Context: an optimization exercise on an open-source flow, tuned for small area. The choices shown serve that exercise and are no tape-out recipe.
Function was checked by simulation only, so behaviour that the tests miss may differ from the original.

**design/flow/design.v**
```verilog
module podlink_rx (
    input  wire         clk,
    input  wire         rst,             
    input  wire         cfg_dir,         
    input  wire         cfg_side,        
    input  wire         bit_en,          
    input  wire         bit_in,          
    output reg  [1:0]   rx_state,        
    output reg          frame_valid,     
    output reg  [11:0]  frame_seq,
    output reg  [47:0]  frame_hdr,
    output reg  [47:0]  frame_mid,
    output reg  [127:0] frame_payload,
    output reg  [31:0]  bad_frames,
    output reg  [15:0]  degraded_count,
    output reg  [15:0]  hunt_count
);
    localparam [9:0]  SYNC      = 10'b11_0000_0101;
    localparam [10:0] SCR_SEED  = 11'h7FF;
    localparam [1:0]  ST_HUNT   = 2'd0;
    localparam [1:0]  ST_GOOD   = 2'd1;
    localparam [1:0]  ST_DEGR   = 2'd2;
    function [15:0] crc_step;
        input [15:0] c;
        input        b;
        begin
            crc_step = {c[14:0], 1'b0} ^ ((c[15] ^ b) ? 16'h1021 : 16'h0000);
        end
    endfunction
    function [15:0] prefix_full;
        input [15:0] p;
        reg   [15:0] c;
        integer      i;
        begin
            c = 16'hFFFF;
            for (i = 15; i >= 0; i = i - 1)
                c = crc_step(c, p[i]);
            for (i = 0; i < 224; i = i + 1)
                c = crc_step(c, 1'b0);
            prefix_full = c;
        end
    endfunction
    function [255:0] prefix_cols;
        input integer dummy;
        integer i;
        begin
            for (i = 0; i < 16; i = i + 1)
                prefix_cols[16*i +: 16] = prefix_full(16'h0001 << i) ^ prefix_full(16'h0000);
        end
    endfunction
    localparam [15:0]  PFX_G0   = prefix_full(16'h0000);
    localparam [255:0] PFX_COLS = prefix_cols(0);
    function [15:0] prefix_term;
        input        dir;
        input        side;
        input [11:0] seq;
        reg   [15:0] p;
        reg   [15:0] c;
        integer      i;
        begin
            p = {dir, side, 2'b00, seq};
            c = PFX_G0;
            for (i = 0; i < 16; i = i + 1)
                c = c ^ (PFX_COLS[16*i +: 16] & {16{p[i]}});
            prefix_term = c;
        end
    endfunction
    reg  [9:0]   win;            
    reg          in_frame;       
    reg  [7:0]   bitcnt;         
    reg          sync_ok;        
    reg          adjacent;       
    reg  [10:0]  scr;
    reg  [239:0] sr;             
    reg  [15:0]  cm;             
    reg          frame_end;      
    wire [9:0]   win_n   = {win[8:0], bit_in};
    wire [10:0]  scr_cur = (bitcnt == 8'd10) ? SCR_SEED : scr;
    wire         scr_key = scr_cur[10] ^ scr_cur[8];
    wire         dbit    = bit_in ^ scr_key;
    wire [15:0]  cm_cur  = (bitcnt == 8'd10) ? 16'h0000 : cm;
    wire         locked  = (rx_state != ST_HUNT);
    wire [223:0] f_data  = sr[239:16];
    wire [15:0]  f_fcs   = sr[15:0];
    wire [47:0]  f_hdr   = f_data[223:176];
    wire [47:0]  f_mid   = f_data[175:128];
    wire [127:0] f_pay   = f_data[127:0];
    wire [3:0]   f_type  = f_hdr[47:44];
    wire [3:0]   f_seqlo = f_hdr[43:40];
    wire         f_type_ok = cfg_dir ? (f_type <= 4'd1) : (f_type <= 4'd5);
    wire [15:0]  f_target  = f_fcs ^ cm;
    reg  [11:0]  last_seq;       
    reg  [4:0]   bad_run;
    reg  [4:0]   good_run;
    reg          cand_valid;
    reg  [11:0]  cand_seq;
    reg          srch_active;
    reg  [7:0]   srch_hi;
    reg  [15:0]  srch_target;
    reg  [3:0]   srch_lo;
    wire [11:0]  seq_exp = (f_seqlo > last_seq[3:0]) ? {last_seq[11:4], f_seqlo}
                                                     : {last_seq[11:4] + 8'd1, f_seqlo};
    wire         locked_good = sync_ok && f_type_ok &&
                               (f_target == prefix_term(cfg_dir, cfg_side, seq_exp));
    wire [11:0]  cand_next  = cand_seq + 12'd1;
    wire         hunt_confirm = cand_valid && adjacent && f_type_ok &&
                                (f_seqlo == cand_next[3:0]) &&
                                (f_target == prefix_term(cfg_dir, cfg_side, cand_next));
    wire [7:0]   srch_hi_b = srch_hi + 8'd1;
    wire         srch_hit_a = (srch_target == prefix_term(cfg_dir, cfg_side, {srch_hi,   srch_lo}));
    wire         srch_hit_b = (srch_target == prefix_term(cfg_dir, cfg_side, {srch_hi_b, srch_lo}));
    always @(posedge clk) begin
        if (rst) begin
            win         <= 10'd0;
            in_frame    <= 1'b0;
            bitcnt      <= 8'd0;
            sync_ok     <= 1'b0;
            adjacent    <= 1'b0;
            frame_end   <= 1'b0;
        end else begin
            frame_end <= 1'b0;
            if (bit_en) begin
                win <= win_n;
                if (!in_frame) begin
                    if (win_n == SYNC) begin
                        in_frame <= 1'b1;
                        bitcnt   <= 8'd10;
                        sync_ok  <= 1'b1;
                        adjacent <= 1'b0;
                    end
                end else begin
                    if (bitcnt == 8'd9) begin
                        sync_ok <= (win_n == SYNC);
                        if (!locked) begin
                            if (win_n == SYNC) begin
                                adjacent <= 1'b1;
                            end else begin
                                in_frame <= 1'b0;    
                                adjacent <= 1'b0;
                            end
                        end
                    end
                    if (bitcnt >= 8'd10) begin
                        scr <= {scr_cur[9:0], scr_key};
                        sr  <= {sr[238:0], dbit};
                        if (bitcnt <= 8'd233)
                            cm <= crc_step(cm_cur, dbit);
                    end
                    if (bitcnt == 8'd249) begin
                        bitcnt    <= 8'd0;
                        frame_end <= 1'b1;
                    end else if (!(bitcnt == 8'd9 && !locked && win_n != SYNC)) begin
                        bitcnt <= bitcnt + 8'd1;
                    end
                end
            end
        end
    end
    always @(posedge clk) begin
        if (rst) begin
            rx_state       <= ST_HUNT;
            frame_valid    <= 1'b0;
            bad_frames     <= 32'd0;
            degraded_count <= 16'd0;
            hunt_count     <= 16'd0;
            last_seq       <= 12'd0;
            bad_run        <= 5'd0;
            good_run       <= 5'd0;
            cand_valid     <= 1'b0;
            srch_active    <= 1'b0;
        end else begin
            frame_valid <= 1'b0;
            if (srch_active) begin
                if (srch_hit_a) begin
                    cand_valid  <= 1'b1;
                    cand_seq    <= {srch_hi, srch_lo};
                    srch_active <= 1'b0;
                end else if (srch_hit_b) begin
                    cand_valid  <= 1'b1;
                    cand_seq    <= {srch_hi_b, srch_lo};
                    srch_active <= 1'b0;
                end else if (srch_hi == 8'd254) begin
                    srch_active <= 1'b0;
                end else begin
                    srch_hi <= srch_hi + 8'd2;
                end
            end
            if (bit_en && in_frame && !locked && bitcnt == 8'd9 && win_n != SYNC) begin
                cand_valid  <= 1'b0;
                srch_active <= 1'b0;
            end
            if (frame_end) begin
                if (!locked) begin
                    if (hunt_confirm) begin
                        rx_state    <= ST_GOOD;
                        last_seq    <= cand_next;
                        bad_run     <= 5'd0;
                        good_run    <= 5'd0;
                        cand_valid  <= 1'b0;
                        srch_active <= 1'b0;
                    end else begin
                        cand_valid  <= 1'b0;
                        srch_active <= f_type_ok;
                        srch_hi     <= 8'd0;
                        srch_target <= f_target;
                        srch_lo     <= f_seqlo;
                    end
                end else if (locked_good) begin
                    frame_valid   <= 1'b1;
                    frame_seq     <= seq_exp;
                    frame_hdr     <= f_hdr;
                    frame_mid     <= f_mid;
                    frame_payload <= f_pay;
                    last_seq      <= seq_exp;
                    bad_run       <= 5'd0;
                    if (rx_state == ST_DEGR) begin
                        if (good_run == 5'd15) begin
                            rx_state <= ST_GOOD;
                            good_run <= 5'd0;
                        end else begin
                            good_run <= good_run + 5'd1;
                        end
                    end
                end else begin
                    if (bad_frames != 32'hFFFF_FFFF)
                        bad_frames <= bad_frames + 32'd1;
                    good_run <= 5'd0;
                    if (bad_run == 5'd15) begin
                        rx_state   <= ST_HUNT;
                        bad_run    <= 5'd0;
                        cand_valid <= 1'b0;
                        if (hunt_count != 16'hFFFF)
                            hunt_count <= hunt_count + 16'd1;
                    end else begin
                        bad_run <= bad_run + 5'd1;
                        if (rx_state == ST_GOOD && bad_run == 5'd2) begin
                            rx_state <= ST_DEGR;
                            if (degraded_count != 16'hFFFF)
                                degraded_count <= degraded_count + 16'd1;
                        end
                    end
                end
            end
        end
    end
endmodule
```
**design/flow/run.sh**
```bash
#!/bin/bash
# synth_recipe.tcl (not shown) runs the flow's synth.tcl, then flattens the netlist and writes it again
# the make line also repeats each setting of config.mk as NAME=value (left out here)
make -C /OpenROAD-flow-scripts/flow DESIGN_CONFIG=/design/flow/config.mk WORK_HOME=/design/flow/orfs CLKGATE_MAP_FILE= SYNTH_SCRIPT=/design/flow/synth_recipe.tcl finish
```
**design/flow/config.mk**
```make
export PLATFORM = sky130hd
export DESIGN_NAME = podlink_rx
export DESIGN_NICKNAME = podlink_rx
export VERILOG_FILES = /design/flow/design.v
export SDC_FILE = /design/flow/constraint.sdc
export NUM_CORES = 4
export LEC_CHECK = 0
export CAP_MARGIN = 20
export CORE_MARGIN = 2
export CORE_UTILIZATION = 40
export PLACE_DENSITY = 0.6
export SLEW_MARGIN = 20
```
**design/flow/constraint.sdc**
```tcl
create_clock -name core_clock -period 8.0 [get_ports {clk}]
set_input_delay 1.6000 -clock core_clock [delete_from_list [all_inputs] [get_ports {clk}]]
set_output_delay 1.6000 -clock core_clock [all_outputs]
set_load 0.01 [all_outputs]
```
==> results.txt <==
==> final timing paths <==
path | start | end | slack (ns) | cells past startpoint
max reg2reg | sr[232]$_DFFE_PP_ | frame_payload[101]$_DFFE_PP_ | 2.24 | 14
min reg2reg | good_run[4]$_SDFFE_PP0P_ | good_run[4]$_SDFFE_PP0P_ | 0.43 | 2
max | cfg_dir | frame_payload[101]$_DFFE_PP_ | 2.08 | 11
min | good_run[4]$_SDFFE_PP0P_ | good_run[4]$_SDFFE_PP0P_ | 0.43 | 2
==> area by class of cell <==
| type | instances | share of cell area (%) |
|---|---|---|
| Clock inverter | 44 | 1.48 |
| Clock buffer | 82 | 5.60 |
| Sequential cell | 650 | 56.1 |
| Inverter | 35 | 0.401 |
| Timing Repair Buffer | 327 | 9.98 |
| Tap cell | 864 | 3.30 |
| Multi-Input combinational cell | 1036 | 23.1 |
==> cell usage in the layout, fill, tap and decap left out, drive strengths merged, types with 27 or more instances in the layout <==
cell type,instances
nor2,84
xnor2,124
nor3,31
xnor3,30
nand3,53
dfxtp,112
or3,27
o21ai,53
inv,38
or4,30
nand4,31
nand2,85
clkbuf,82
o31ai,34
clkdlybuf4s50,307
xor2,58
a21oi,74
clkinv,31
and2,32
edfxtp,538
==> cell families (layout without fill, tap and decap cells) <==
logic type / count (synthesis) / after routing / synth area share, %
AND/OR/NAND/NOR: 502 / 502 / 10.5
AO/OA/AOI/OAI: 261 / 261 / 6.48
adder cells (fa/ha/maj): 18 / 18 / 0.839
flip-flops: 650 / 650 / 69.3
buffers and inverters: 129 / 488 / 2.18
multiplexers: 41 / 41 / 1.65
XOR/XNOR: 214 / 214 / 9.01
==> report_power, final <==
part | total [mW] | internal [mW] | switching (mW)
Clock | 3.23 | 1.89 | 1.33
Sequential | 3.62 | 3.61 | 0.00772
Combinational | 0.125 | 0.0561 | 0.0692
==> routing by layer <==
layer	GRT usage, %	part of all wire, %	up-vias
met4	6.58	3.5	0
met5	0	0	-
met2	29.9	50	431
met3	3.16	4.3	123
met1	23.2	42	7948
li1	-	-	7455
==> registers in the layout, summed over array words and instances, names as in the netlist, 2 cells and up <==
name and count:
sr 240, frame_payload 128, frame_hdr 48, frame_mid 48, bad_frames 32, cm 16, degraded_count 16, hunt_count 16
srch_target 16, cand_seq 12, last_seq 12, scr 11, win 9, bitcnt 8, frame_seq 8, srch_hi 7
bad_run 5, good_run 5, srch_lo 4, rx_state 2
==> per-stage QoR <==
stage | TNS, ns | hold WS, ns
6_report | 0 | 0.430
5_1_grt | 0 | 0.449
4_1_cts | 0 | 0.429
3_5_place_dp | 0 | 0.421
3_3_place_gp | 0 | 0.415
2_1_floorplan | -199.13 | 0.409
==> worst min-delay path, cell delays in order (launching register included) <==
cell and delay (ns):
dfxtp_1 0.31, nand2_1 0.05, a21oi_1 0.03
==> flow_summary.toml <==
[run_status]
status = "complete, no violations"

[detailed_routing]
drc_errors = 0
ant_nets = 0
vias = 16000
via_per_inst = 5.25
wire_per_inst_um = 20.4
firstDrtPassIters = 5
drt_iter0_drc = 1367
routed_wl_um = 62100

[cts]
clock_path_buffers = 3
cts.sinks = 650
cts-resized-gates = 0
numCtsBuffers = 69
worstSkewPairLatency_ns = 0.61
cts_hold_buffers = 0
cts_tree = "yes"
path_clk_slew_ns = 0.06
cts_root_buf = "clkbuf_16"
cts_setup_buffers = 0
htree_levels = 3

[setup_path]
cp.arrival_ns = 6.16
cp.required_ns = 8.24
crit_type = "in2reg"
cp_num_buf_inv = 2
end_kind = "register"
crit_path_cell_trace = "clkdlybuf4s50_1 > xnor2_4 > xor2_1 > xnor2_1 > xnor2_1 > xnor2_1 > nand3_1 > or3_1 > nor3_1 > and3_4 > buf_12"
path_common_cell = "xnor2_1"
critPathMaxStageDelay_ns = 0.74
crit_path_top_delay_cell = "clkdlybuf4s50_1"
cp-start-kind = "input pin"
cp_top_family = "simple AND/OR/NAND/NOR gates"
critPathMaxFanout = 85

[hold_path]
worstHoldPathType = "reg2reg"

[synth]
netlist.area_leader.share_pct = 60.9
synthCells = 1815
ys_types = 92
synth.top_cells.by_count = "edfxtp_1 (538), xnor2_1 (118), dfxtp_1 (112)"
synth_ff_type = "edfxtp_1"
synth_warnings = 1
ys_ff_latch = 650
syn_nets = 1838
synthArstFlopShare_pct = 0
synth.largest_area_cell = "edfxtp_1"
synth.most_common_cell = "edfxtp_1"
synth_edf_count = 538
avgSynthCellArea_um2 = 14.6
syn-cell-area_um2 = 26500
netlist_top_cells_area = "edfxtp_1 (61%), dfxtp_1 (8.4%), xnor2_1 (3.9%)"
ys_seq_area_share_pct = 69.3

[layout]
drive_gt1_share_pct = 8.00
insertedDiodeCount = 0
regArea_um2 = 18400
fin_cells = 3038
fin_util_pct = 49.9
syn_to_final_growth_pct = 23.6
multi_input_area_um2 = 7590
nNetsFinal = 2142
fin_area_um2 = 32800
fillers = 5546

[timing]
hold_viol = 0
timing.slew.headroom_pct = 21.2
tightestPinTransition_ns = 1.18
fin_crit_ns = 5.92
maxSlewViolCount = 0
rsz0062_at_grt = "no"
skew_ns = 0.0239
finalSetupViolCount = 0
fin_crit_sh_pct = 74.0
final.setup.worst_slack_ns = 2.08
fmax_ghz = 0.169

[grt]
antenna_found_initial = 0
grt_max_degree = 193
grt_pass1_wl_um = 93700
grt.total_usage_pct = 17.9
overflow = 0
grt_pass1_vias = 15400

[placement]
place_ws_ns = 1.51
dpl-instance-area_um2 = 30500
place.gp.congestion = 0.876
hpwl_um = 42700
place_inst = 2912
port_buffers = 308

[floorplan]
die-height_um = 262
start_util_pct = 40.4
die_x_um = 262
ios = 309
dieArea_um2 = 68400
coreArea_um2 = 65700
rows = 94

[flow_run]
max_cap_viol_count = 0

[pwr]
leakagePower_nw = 9.79
finalPower_mw = 6.97
power_density_nw_per_um2 = 213
ir_drop_mv = 0.169

-- re-timing with driven ports --
Ports are ideal in the flow. The routed layout listed here was re-timed in OpenROAD. Step 1 assumes that a clkbuf_16 drives the clock port and a buf_2 every other input. Step 2 adds t to the input delays and takes it off the output delays; t is the mean of the earliest and latest rising clock arrival at the registers after step 1. Input paths then give back, and output paths get back, about the clock's delay inside the block. a / b / c = ideal / step 1 / step 2; a / b = the first two.
shift t [ns]: 0.653
slack for setup (ns): 2.082 / 2.079 / 1.426
hold WS [ns]: 0.430 / 0.430 / 0.430
worst setup path after step 2: input to register
After both steps this run still meets setup and hold. For this run, drivers alone change the setup slack by -0.003 ns; drivers and shift together by -0.656 ns.
